Context: an optimization exercise on an open-source flow, tuned for small area, a short achievable clock period and few clock cycles per item. The choices shown serve that exercise and are no tape-out recipe.
Only simulation tests tie the RTL to the original design; equivalence was not proved.

==> flow/design.v (outline; a module is shown in full before it is edited, if it fits) <==
// module chord_mac: 1263 lines
module chord_mac (
    input  wire        clk,
    input  wire        rst,
    input  wire        in_valid,
    output wire        in_ready,
    input  wire [2:0]  in_op,
    input  wire        in_x,
    input  wire [31:0] in_a,
    input  wire [31:0] in_b,
    input  wire        in_frac,
    input  wire        in_wrap,
    input  wire        in_rnd,
    input  wire [1:0]  in_form,
    input  wire [6:0]  in_sh7,
    output reg         out_valid,
    output reg  [71:0] out_data,
    output reg         out_flag
);
  // ...
==> flow/flow/run.sh <==
#!/bin/bash
set -euo pipefail
VARS=(SETUP_SLACK_MARGIN=16.7 "BUFFER_PORTS_ARGS=-buffer_cell sky130_fd_sc_hd__buf_2")
R="$PWD/orfs/results/${FLOW_PLATFORM:-sky130hd}/chord_mac/base"
bash standard.sh "${VARS[@]}" synth > synth.log 2>&1
cp "$R/1_2_yosys.v" "$R/1_2_yosys.std.v"
python3 flow/fixpol.py "$R/1_2_yosys.v" > fixpol.log 2>&1
sleep 1
touch "$R/1_2_yosys.v"
bash standard.sh "${VARS[@]}" finish > standard_flow.log 2>&1
==> flow/flow/fixpol.py <==
#!/usr/bin/env python3
"""Remove inverters around full adders in a Yosys-written sky130 netlist.

A full adder with all three inputs inverted gives both outputs inverted:
FA(~a, ~b, ~c) = (~sum, ~cout).  For each sky130_fd_sc_hd__fa_* cell the
script decides whether to use the inverted form, when that removes more
inverter cells than it adds, and rewires the netlist.  Nothing else
changes; flip-flops and all other cells are kept as they are.

usage: fixpol.py netlist.v [out.v]
"""
import re, sys

src = open(sys.argv[1]).read()
out = sys.argv[2] if len(sys.argv) > 2 else sys.argv[1]

mod_start = src.index("module ")
cell_re = re.compile(r"  (sky130_fd_sc_hd__\w+) (\S+)\s+\((.*?)\n  \);\n", re.S)
pin_re = re.compile(r"\.(\w+)\((.*?)\)(?:,|\s*$)", re.S)

cells = {}        # name -> [type, {pin: net}]
order = []
first = None
last = None
ncells = 0
for m in cell_re.finditer(src):
    ncells += 1
    typ, name, body = m.group(1), m.group(2), m.group(3)
    pins = {}
    for pm in re.finditer(r"\.(\w+)\(([^()]*)\)", body):
        pins[pm.group(1)] = pm.group(2).strip()
    cells[name] = [typ, pins]
    order.append(name)
    if first is None:
        first = m.start()
    last = m.end()

assert ncells == src.count("\n  sky130_fd_sc_hd__"), (ncells, src.count("\n  sky130_fd_sc_hd__"))
OUTS = {"X", "Y", "Q", "Q_N", "SUM", "COUT", "HI", "LO"}

def is_inv(t):
    return re.match(r"sky130_fd_sc_hd__(inv|clkinv)_\d+$", t) is not None

def is_fa(t):
    return re.match(r"sky130_fd_sc_hd__fa_\d+$", t) is not None

driver = {}
loads = {}
def rebuild():
    driver.clear(); loads.clear()
    for n, (t, pins) in cells.items():
        for p, net in pins.items():
            if p in OUTS:
                driver[net] = (n, p)
            else:
                loads.setdefault(net, []).append((n, p))
rebuild()

ports = set()
hdr = src[mod_start:src.index(");", mod_start)]
for decl in re.findall(r"^\s*(?:output|inout)\s+(?:\[[^\]]*\]\s*)?(\S+);", src, re.M):
    ports.add(decl)
def is_port(net):
    base = net.split("[")[0].strip()
    return base in ports or net in ports

newn = [0]
new_wires = []
def fresh():
    newn[0] += 1
    w = f"_pol{newn[0]}_"
    new_wires.append(w)
    return w

ninv = [0]
def add_inv(a, y):
    newn[0] += 1
    name = f"_polinv{newn[0]}_"
    cells[name] = ["sky130_fd_sc_hd__inv_1", {"A": a, "Y": y}]
    order.append(name)
    ninv[0] += 1

def inv_of(net):
    """an existing inverter driven by net, or None"""
    for (c, p) in loads.get(net, []):
        if is_inv(cells[c][0]) and p == "A":
            return c
    return None

def gain(fa):
    t, pins = cells[fa]
    g = 0
    for p in ("A", "B", "CIN"):
        n = pins[p]
        d = driver.get(n)
        if d and is_inv(cells[d[0]][0]):
            if len(loads.get(n, [])) == 1 and not is_port(n):
                g += 1
        else:
            if inv_of(n) is None:
                g -= 1
    for p in ("SUM", "COUT"):
        n = pins[p]
        ls = loads.get(n, [])
        others = [l for l in ls if not (is_inv(cells[l[0]][0]) and l[1] == "A")]
        invs = [l for l in ls if (is_inv(cells[l[0]][0]) and l[1] == "A")]
        g += len(invs)
        if others or is_port(n):
            g -= 1
    return g

def flip(fa):
    t, pins = cells[fa]
    for p in ("A", "B", "CIN"):
        n = pins[p]
        d = driver.get(n)
        if d and is_inv(cells[d[0]][0]):
            src_net = cells[d[0]][1]["A"]
            pins[p] = src_net
            if len(loads.get(n, [])) == 1 and not is_port(n):
                del cells[d[0]]
        else:
            e = inv_of(n)
            if e is not None:
                pins[p] = cells[e][1]["Y"]
            else:
                w = fresh()
                add_inv(n, w)
                pins[p] = w
        rebuild()
    for p in ("SUM", "COUT"):
        n = pins[p]
        ls = list(loads.get(n, []))
        invs = [l for l in ls if (is_inv(cells[l[0]][0]) and l[1] == "A")]
        others = [l for l in ls if not (is_inv(cells[l[0]][0]) and l[1] == "A")]
        # the FA now drives ~n on a new net
        nn = fresh()
        pins[p] = nn
        # inverters on n computed ~n: remove them, their loads take nn
        for (c, _) in invs:
            y = cells[c][1]["Y"]
            if is_port(y):
                # keep a driver named y: an inverter pair is not wanted,
                # so turn this inverter into a buffer-free rename is not
                # possible; keep it as inverter of ... (rare) -> re-add
                cells[c][1]["A"] = n  # will be driven below
                continue
            for (lc, lp) in loads.get(y, []):
                cells[lc][1][lp] = nn
            del cells[c]
        rebuild()
        if others or is_port(n) or any(cells.get(c) for (c, _) in invs):
            add_inv(nn, n)
        rebuild()

changed = True
rounds = 0
flipped = 0
while changed and rounds < 20:
    changed = False
    rounds += 1
    for fa in [c for c in order if c in cells and is_fa(cells[c][0])]:
        if gain(fa) > 0:
            before = sum(1 for c in cells.values() if is_inv(c[0]))
            flip(fa)
            after = sum(1 for c in cells.values() if is_inv(c[0]))
            assert after < before, (fa, before, after)
            flipped += 1
            changed = True

# write back
body = []
for n in order:
    if n not in cells:
        continue
    t, pins = cells[n]
    pl = ",\n".join(f"    .{p}({v}{' ' if v.startswith(chr(92)) else ''})" for p, v in pins.items())
    body.append(f"  {t} {n}{' ' if n.startswith(chr(92)) else ''} (\n{pl}\n  );\n")
head = src[:first]
# declare new wires right after the module header's first wire declarations
wires = "".join(f"  wire {w};\n" for w in new_wires)
head = head.replace(");\n", ");\n" + wires, 1) if False else head
ins = head.index(";\n", head.index("module ")) + 2
head = head[:ins] + wires + head[ins:]
open(out, "w").write(head + "".join(body) + src[last:])
ni = sum(1 for c in cells.values() if is_inv(c[0]))
sys.stderr.write(f"fixpol: flipped {flipped} full adders in {rounds} rounds; inverters now {ni}\n")
==> flow/standard.sh <==
#!/bin/bash
# synth_recipe.tcl (not shown) runs the flow's synth.tcl, then flattens the netlist and writes it again
# the make line also repeats each setting of config.mk as NAME=value (left out here)
make -C /OpenROAD-flow-scripts/flow DESIGN_CONFIG=/design/flow/config.mk WORK_HOME=/design/flow/orfs CLKGATE_MAP_FILE= SYNTH_SCRIPT=/design/flow/synth_recipe.tcl "${@:-finish}"
==> flow/config.mk <==
export PLATFORM = sky130hd
export DESIGN_NAME = chord_mac
export DESIGN_NICKNAME = chord_mac
export VERILOG_FILES = /design/flow/design.v
export SDC_FILE = /design/flow/constraint.sdc
export NUM_CORES = 4
export LEC_CHECK = 0
export CAP_MARGIN = 20
export CORE_MARGIN = 2
export CORE_UTILIZATION = 40
export CTS_CLUSTER_DIAMETER = 100
export CTS_CLUSTER_SIZE = 24
export SLEW_MARGIN = 20
==> flow/constraint.sdc <==
create_clock -name core_clock -period 22.0 [get_ports {clk}]
set_input_delay 4.4000 -clock core_clock [delete_from_list [all_inputs] [get_ports {clk}]]
set_output_delay 4.4000 -clock core_clock [all_outputs]
set_load 0.01 [all_outputs]
==> key figures, run 1 <==
STA
  – Final worst slack: 16.45 ns

Setup path
  – Largest stage delay, worst path: 0.37 ns
  – Crit-path max FO: 1
  – Reg2Reg Depth: 13

Status
  – Status: complete, no violations

Worst hold path
  – Hold Path Class: reg -> reg
  – Hold path start: flt2b
  – WHS Path Cells: 0

Place
  – Post-DP Area: 59200 µm²

Global route
  – GR Layer Usage met3: 5.49%
  – Initial antenna violation count: 1
  – Vias in the first global route: 46700

Clock network
  – TritonCTS clock tree: yes
  – Clk Latency, worst-skew pair: 0.67 ns
  – CTS Buffer Depth: 3

Flow run
  – Max Cap Viol: 0

Final layout
  – Area of the multi-input gates: 39300 µm²
  – Antenna Cells: 2
  – Layout net count: 6499
  – Comb_multi_in: 4422

Die
  – Initial core utilization: 40.3%

Route
  – Antenna Violating Nets Remaining: 0
  – DR top layer: met4
Testbench counts, summed over its fixed seeds: cycles 24,040, items 24,000.
==> inputs of run 2 (changes only) <==
--- a/flow/design.v
+++ b/flow/design.v
@@ -18,17 +18,17 @@
 );
     localparam [2:0] OP_MPY  = 3'd0;
     localparam [2:0] OP_MAC  = 3'd1;
     localparam [2:0] OP_MSU  = 3'd2;
     localparam [2:0] OP_CLRX = 3'd3;
     localparam [2:0] OP_LDX  = 3'd4;
     localparam [2:0] OP_EXT  = 3'd5;
     assign in_ready = 1'b1;
-    genvar gi;
+    genvar gi, gl, gn;
     wire i_msu = (in_op == OP_MSU);
     wire i_ldx = (in_op == OP_LDX);
     reg        v0, x0, mpy0, mac0, msu0, ext0, clr0, ldx0;
     reg        wrap0, rnd0, spec0;
     reg [1:0]  form0;
     reg [6:0]  sh0;
     reg [32:0] ma0;                  
     reg [15:0] one0, two0, neg0;     
@@ -1107,17 +1107,39 @@
         sh1   <= sh0;
         s1    <= ps;
         c1    <= pc;
     end
     reg [71:0] xa, xb;
     wire [72:0] base = ({73{ga1}} & {xa[71], xa}) | ({73{gb1}} & {xb[71], xb});
     wire [72:0] t_s  = base ^ s1 ^ c1;
     wire [72:0] t_c  = (base & s1) | (base & c1) | (s1 & c1);
-    wire [72:0] sum  = t_s + {t_c[71:0], ci1};
+    wire [72:0] t_b  = {t_c[71:0], ci1};
+    wire [72:0] ag = t_s & t_b;
+    wire [72:0] ap = t_s ^ t_b;
+    wire [8*73-1:0] pg, pp2;
+    generate
+        for (gn = 0; gn < 73; gn = gn + 1) begin : g_ad0
+            assign pg[gn]  = ag[gn];
+            assign pp2[gn] = ap[gn];
+        end
+        for (gl = 1; gl < 8; gl = gl + 1) begin : g_adl
+            for (gn = 0; gn < 73; gn = gn + 1) begin : g_adi
+                if ((gn % (1 << gl)) >= (1 << (gl-1))) begin : g_op
+                    localparam integer J = (gn / (1 << gl)) * (1 << gl) + (1 << (gl-1)) - 1;
+                    assign pg[gl*73 + gn]  = pg[(gl-1)*73 + gn] | (pp2[(gl-1)*73 + gn] & pg[(gl-1)*73 + J]);
+                    assign pp2[gl*73 + gn] = pp2[(gl-1)*73 + gn] & pp2[(gl-1)*73 + J];
+                end else begin : g_pass
+                    assign pg[gl*73 + gn]  = pg[(gl-1)*73 + gn];
+                    assign pp2[gl*73 + gn] = pp2[(gl-1)*73 + gn];
+                end
+            end
+        end
+    endgenerate
+    wire [72:0] sum  = ap ^ {pg[7*73 +: 72], 1'b0};
     wire        ovf  = sum[72] ^ sum[71];
     wire [71:0] accr = base[71:0];       
     wire        hold = x1 ? hb : ha;
     wire        mm   = mac1 | msu1;
     wire        wrt  = v1 & (mpy1 | ldx1 | (mm & ~hold));
     always @(posedge clk) begin
         if (wrt & ~x1) xa <= sum[71:0];
         if (wrt &  x1) xb <= sum[71:0];
@@ -1135,17 +1157,16 @@
     wire        sgn  = acce[71];
     wire [71:0] oc   = acce ^ {72{sgn}};
     wire [6:0]  kk   = k321 ? sh1 + 7'd32 : sh1;
     wire [6:0]  sint = kk + 7'd23;
     wire [6:0]  qq   = kk + (w641 ? 7'd64 : 7'd32);    
     wire [127:0] lzin = {56'd0, oc};
     wire [8*128-1:0]   lv;
     wire [8*128*7-1:0] lp;
-    genvar gl, gn;
     generate
         for (gn = 0; gn < 128; gn = gn + 1) begin : g_l0
             assign lv[gn] = lzin[gn];
             assign lp[gn*7 +: 7] = 7'd0;
         end
         for (gl = 1; gl < 8; gl = gl + 1) begin : g_lv
             for (gn = 0; gn < (128 >> gl); gn = gn + 1) begin : g_ln
                 wire vl = lv[(gl-1)*128 + 2*gn];
@@ -1181,27 +1202,27 @@
         sat2b  <= mm & (hold | (ovf & ~wrap1));
         satn2b <= hold ? sgs : sum[72];
         s2b    <= ext1 ? (flt1 ? msb : sint) : 7'd23;
         sh2b   <= sh1;
         r2b    <= ext1 ? acce : sum[71:0];
     end
     wire        fill = sgn2b;
     wire [96:0] sx0 = {fill, r2b, 24'd0};
-    wire [96:0] sx1 = s2b[0] ? {{ 1{fill}}, sx0[96:1]}  : sx0;
-    wire [96:0] sx2 = s2b[1] ? {{ 2{fill}}, sx1[96:2]}  : sx1;
-    wire [96:0] sx3 = s2b[2] ? {{ 4{fill}}, sx2[96:4]}  : sx2;
+    wire [96:0] sx1 = s2b[6] ? {{64{fill}}, sx0[96:64]} : sx0;
+    wire [96:0] sx2 = s2b[5] ? {{32{fill}}, sx1[96:32]} : sx1;
+    wire [96:0] sx3 = s2b[4] ? {{16{fill}}, sx2[96:16]} : sx2;
     wire [96:0] sx4 = s2b[3] ? {{ 8{fill}}, sx3[96:8]}  : sx3;
-    wire [96:0] sx5 = s2b[4] ? {{16{fill}}, sx4[96:16]} : sx4;
-    wire [96:0] sx6 = s2b[5] ? {{32{fill}}, sx5[96:32]} : sx5;
-    wire [96:0] sx7 = s2b[6] ? {{64{fill}}, sx6[96:64]} : sx6;
-    wire        stk = (s2b[0] & sx0[0])      | (s2b[1] & |sx1[1:0])  |
-                      (s2b[2] & |sx2[3:0])   | (s2b[3] & |sx3[7:0])  |
-                      (s2b[4] & |sx4[15:0])  | (s2b[5] & |sx5[31:0]) |
-                      (s2b[6] & |sx6[63:0]);
+    wire [96:0] sx5 = s2b[2] ? {{ 4{fill}}, sx4[96:4]}  : sx4;
+    wire [96:0] sx6 = s2b[1] ? {{ 2{fill}}, sx5[96:2]}  : sx5;
+    wire [96:0] sx7 = s2b[0] ? {{ 1{fill}}, sx6[96:1]}  : sx6;
+    wire        stk = (s2b[6] & |sx0[63:0])  | (s2b[5] & |sx1[31:0]) |
+                      (s2b[4] & |sx2[15:0])  | (s2b[3] & |sx3[7:0])  |
+                      (s2b[2] & |sx4[3:0])   | (s2b[1] & |sx5[1:0])  |
+                      (s2b[0] & sx6[0]);
     reg        v3, ext3, flt3, w643, rnd3, sgn3, oz3, flag3, hib3, sat3, satn3, st3;
     reg [7:0]  e3;
     reg [66:0] u3;
     reg [5:0]  rh3;
     always @(posedge clk) begin
         v3    <= v2b & ~rst;
         ext3  <= ext2b;
         flt3  <= flt2b;
==> flow/flow/run.sh (replaced) <==
#!/bin/bash
set -euo pipefail
VARS=(SETUP_SLACK_MARGIN=16.5 "BUFFER_PORTS_ARGS=-buffer_cell sky130_fd_sc_hd__buf_2")
R="$PWD/orfs/results/${FLOW_PLATFORM:-sky130hd}/chord_mac/base"
bash standard.sh "${VARS[@]}" synth > synth.log 2>&1
cp "$R/1_2_yosys.v" "$R/1_2_yosys.std.v"
python3 flow/fixpol.py "$R/1_2_yosys.v" > fixpol.log 2>&1
sleep 1
touch "$R/1_2_yosys.v"
bash standard.sh "${VARS[@]}" finish > standard_flow.log 2>&1
==> key figures, run 2 <==
Route
  – Wirelength, routed: 187 mm (was 197 mm)
  – Via Count: 44500 (was 46200)
  – Pre-antenna DRT Iters: 6 (unchanged)
  – Remaining DRCs: 0 (unchanged)
  – WL per Instance: 25.1 µm (was 25.6 µm)
  – DR vias/cell: 6.00 (was 6.02)
  – Antenna Violating Nets Remaining: 0 (unchanged)
  – DRT iter0 DRCs: 4541 (was 4322)

Setup path
  – R2R Path Start: ldx0 (unchanged)
  – CP startpoint kind: flip-flop (unchanged)
  – Critical Path RT: 17.60 ns (about the same)
  – Critical-path cell list: buf_6 (unchanged)
  – Reg2Reg Depth: 13 (unchanged)
  – Worst setup startpoint: out_data[52] (was out_data[67])
  – Crit-path max FO: 1 (unchanged)
  – CP max-delay cell: dfxtp_2 (was dfxtp_4)
  – CP Data Arrival Time: 1.11 ns (was 1.15 ns)
  – R2R setup slack: 16.64 ns (was 16.82 ns)
  – Number of buffers and inverters on the critical path: 1 (unchanged)
  – Crit end category: output port (unchanged)
  – Critical path class: reg -> out (unchanged)
  – Crit Reg-Reg Endpoint: s1[31] (unchanged)
  – CP delay by family, top: flip-flops (unchanged)
  – Largest stage delay, worst path: 0.36 ns (was 0.37 ns)

Die
  – Core Rows: 136 (was 138)
  – Die span in y: 376 µm (was 382 µm)
  – I/O pins: 158 (unchanged)
  – CORE AREA: 137000 µm² (was 142000 µm²)
  – Initial core utilization: 40.2% (was 40.3%)
  – Die area: 141000 µm² (was 146000 µm²)
  – Die width: 376 µm (was 382 µm)

Place
  – Worst slack, placed: 15.54 ns (was 15.43 ns)
  – I/O Buffers: 156 (unchanged)
  – DP HPWL: 128 mm (was 136 mm)
  – Post-DP Area: 57200 µm² (was 59200 µm²)
  – GPL Wtd Cong: 0.960 (was 0.947)
  – Inst Count DP: 7352 (was 7608)

Worst hold path
  – Hold path start: sh0[0] (was flt2b)
  – Hold worst-path end: sh1[0] (was flt3)
  – Hold Path Class: reg -> reg (unchanged)
  – WHS Path Cells: 0 (unchanged)

Global route
  – Largest net degree at the start of global routing: 117 (was 79)
  – Initial antenna violation count: 1 (unchanged)
  – First-pass GRT wire length: 284 mm (was 295 mm)
  – Vias in the first global route: 45200 (was 46700)
  – Total global-route track usage: 26.0% (was 26.2%)
  – Gr ovfl total: 0 (unchanged)

Synthesis
  – Mapped Area: 55200 µm² (was 57200 µm²)
  – Syn nets: 6559 (was 6738)
  – Syn Inst Count: 5821 (was 6005)
  – Synth warn: 1 (unchanged)
  – Syn_area_per_cell: 9.49 µm² (was 9.52 µm²)

Clock network
  – H-tree depth: 2 (unchanged)
  – TritonCTS clock tree: yes (unchanged)
  – Hold_buf cts: 0 (unchanged)
  – Cts bufs inserted: 38 (was 39)
  – Clock Sinks: 664 (unchanged)
  – Clk slew on worst S/H paths: 0.09 ns (about the same)
  – CTS Buffer Depth: 3 (unchanged)
  – Clk Latency, worst-skew pair: 0.66 ns (was 0.67 ns)
  – Root Buffer: clkbuf_16 (unchanged)

STA
  – Crit share post-route: 25.0% (was 25.2%)
  – Worst-Margin Slew: 1.20 ns (was 1.22 ns)
  – Fin crit period: 5.51 ns (was 5.55 ns)
  – Final Setup Violations: 0 (unchanged)
  – Final worst slack: 16.49 ns (was 16.45 ns)
  – RSZ-0062 raised after global routing: yes (unchanged)
  – Maximum operating frequency: 182 MHz (was 180 MHz)
  – Max-slew violations: 0 (unchanged)
  – Setup_tns: 0 ns (unchanged)
  – Worst rel slew slack: 19.8% (was 18.5%)
  – Min Hold Slack: 0.334 ns (was 0.331 ns)
  – Fin. Hold Viols: 0 (unchanged)
  – Setup Skew: 0.0363 ns (was 0.0851 ns)

Final layout
  – Layout net count: 6340 (was 6499)
  – Seq. cell area: 14800 µm² (about the same)
  – Most common cell after layout, fill and taps aside: a22oi_1 (unchanged)
  – Post-Layout Cell Count: 7424 (was 7682)
  – Most frequent cells in the layout: a22oi_1, fa_1, dfxtp_1, xor2_1, inv_1 (was a22oi_1, fa_1, dfxtp_1, nand2_1, xor2_1)
  – Design area: 58900 µm² (was 61100 µm²)
  – Fillers: 13300 (was 13800)
  – Area growth syn-to-layout: 6.68% (was 6.88%)
  – Area of the multi-input gates: 37300 µm² (was 39300 µm²)
  – Share of layout cells above drive strength 1: 10.5% (was 11.8%)

Status
  – Status: complete, no violations (unchanged)

Flow run
  – Max Cap Viol: 0 (unchanged)
==> run 2: cell count changes in the layout (fill, tap and decap cells not counted), moves of 22 or more <==
cell      previous run  this run
nand3_1             95        73
nand2_1            429       379
a211oi_1            45        69
mux4_2              84        13
xnor2_1            323       291
mux2i_1            148       228
==> run 2: routing by layer <==
| layer | track usage (%) | up-vias | routed length (µm) |
|---|---|---|---|
| li1 | - | 19700 | - |
| met1 | 33.3 | 21700 | 74200 |
| met2 | 41.9 | 2553 | 84500 |
| met3 | 5.61 | 638 | 18100 |
| met4 | 12.2 | 2 | 9850 |
| met5 | 0 | - | 13 |
==> run 2: how the worst max path moves through the flow <==
stage                    to  slack [ns]  cells past startpoint
2_1_floorplan       ma0[28]       16.50                      5
3_3_place_gp        ma0[32]       15.55                      5
3_5_place_dp        ma0[32]       15.54                      5
4_1_cts               hib2b       16.17                     23
5_1_grt               hib2b       16.37                     23
6_report       out_data[52]       16.49                      1
==> run 2: through the flow <==
stage | util, %
final | 42.9
after detailed placement | 41.7
after global placement | 41.7
after global routing | 42.9
after CTS | 42.7
after floorplan | -
==> run 2: final cells by class <==
| class | instances | area share [%] |
|---|---|---|
| multi-input cells | 4241 | 63.3 |
| flip-flops and latches | 664 | 25.2 |
| well taps | 1794 | 3.81 |
| repair buffers | 262 | 3.08 |
| inverters | 395 | 2.52 |
| clock buffers | 55 | 1.79 |
| clock inverters | 12 | 0.302 |
| diodes | 1 | 0.00425 |
==> run 2: timing repair <==
action | 4_1_cts | 5_1_grt
endpoints found under the setup margin | 234 | 180
gates resized for setup | 31 | 69
buffers inserted | 0 | 3
Testbench counts of run 2, summed over its fixed seeds: cycles 24,040, items 24,000.

-- separate check: timing with driven ports --
The flow's constraints put no driver on any port. The routed layouts listed below were extracted and timed again, unchanged, in two steps. Step 1 sets driving cells, clkbuf_16 on the clock port and buf_2 on the other inputs (assumed; they add their load-dependent delay and slew). Step 2 moves the port delays by t, midway between the first and last clock arrival at a register: inputs arrive t later, outputs are due t later. That takes back most of the time a late clock gives input paths. a / b / c = ideal ports / drivers / drivers and shift; a / b = the first two.
| run | shift t [ns] | setup slack, ns | worst hold slack (ns) |
|---|---|---|---|
| run 1 | 0.713 | 16.450 / 16.369 / 16.156 | 0.331 / 0.331 / 0.331 |
| run 2 | 0.718 | 16.491 / 16.416 / 15.932 | 0.334 / 0.334 / 0.334 |
After both steps every run listed still meets setup and hold. The setup slack of run 2, which loses most, moves by -0.075 ns with the drivers and by -0.559 ns with both steps.
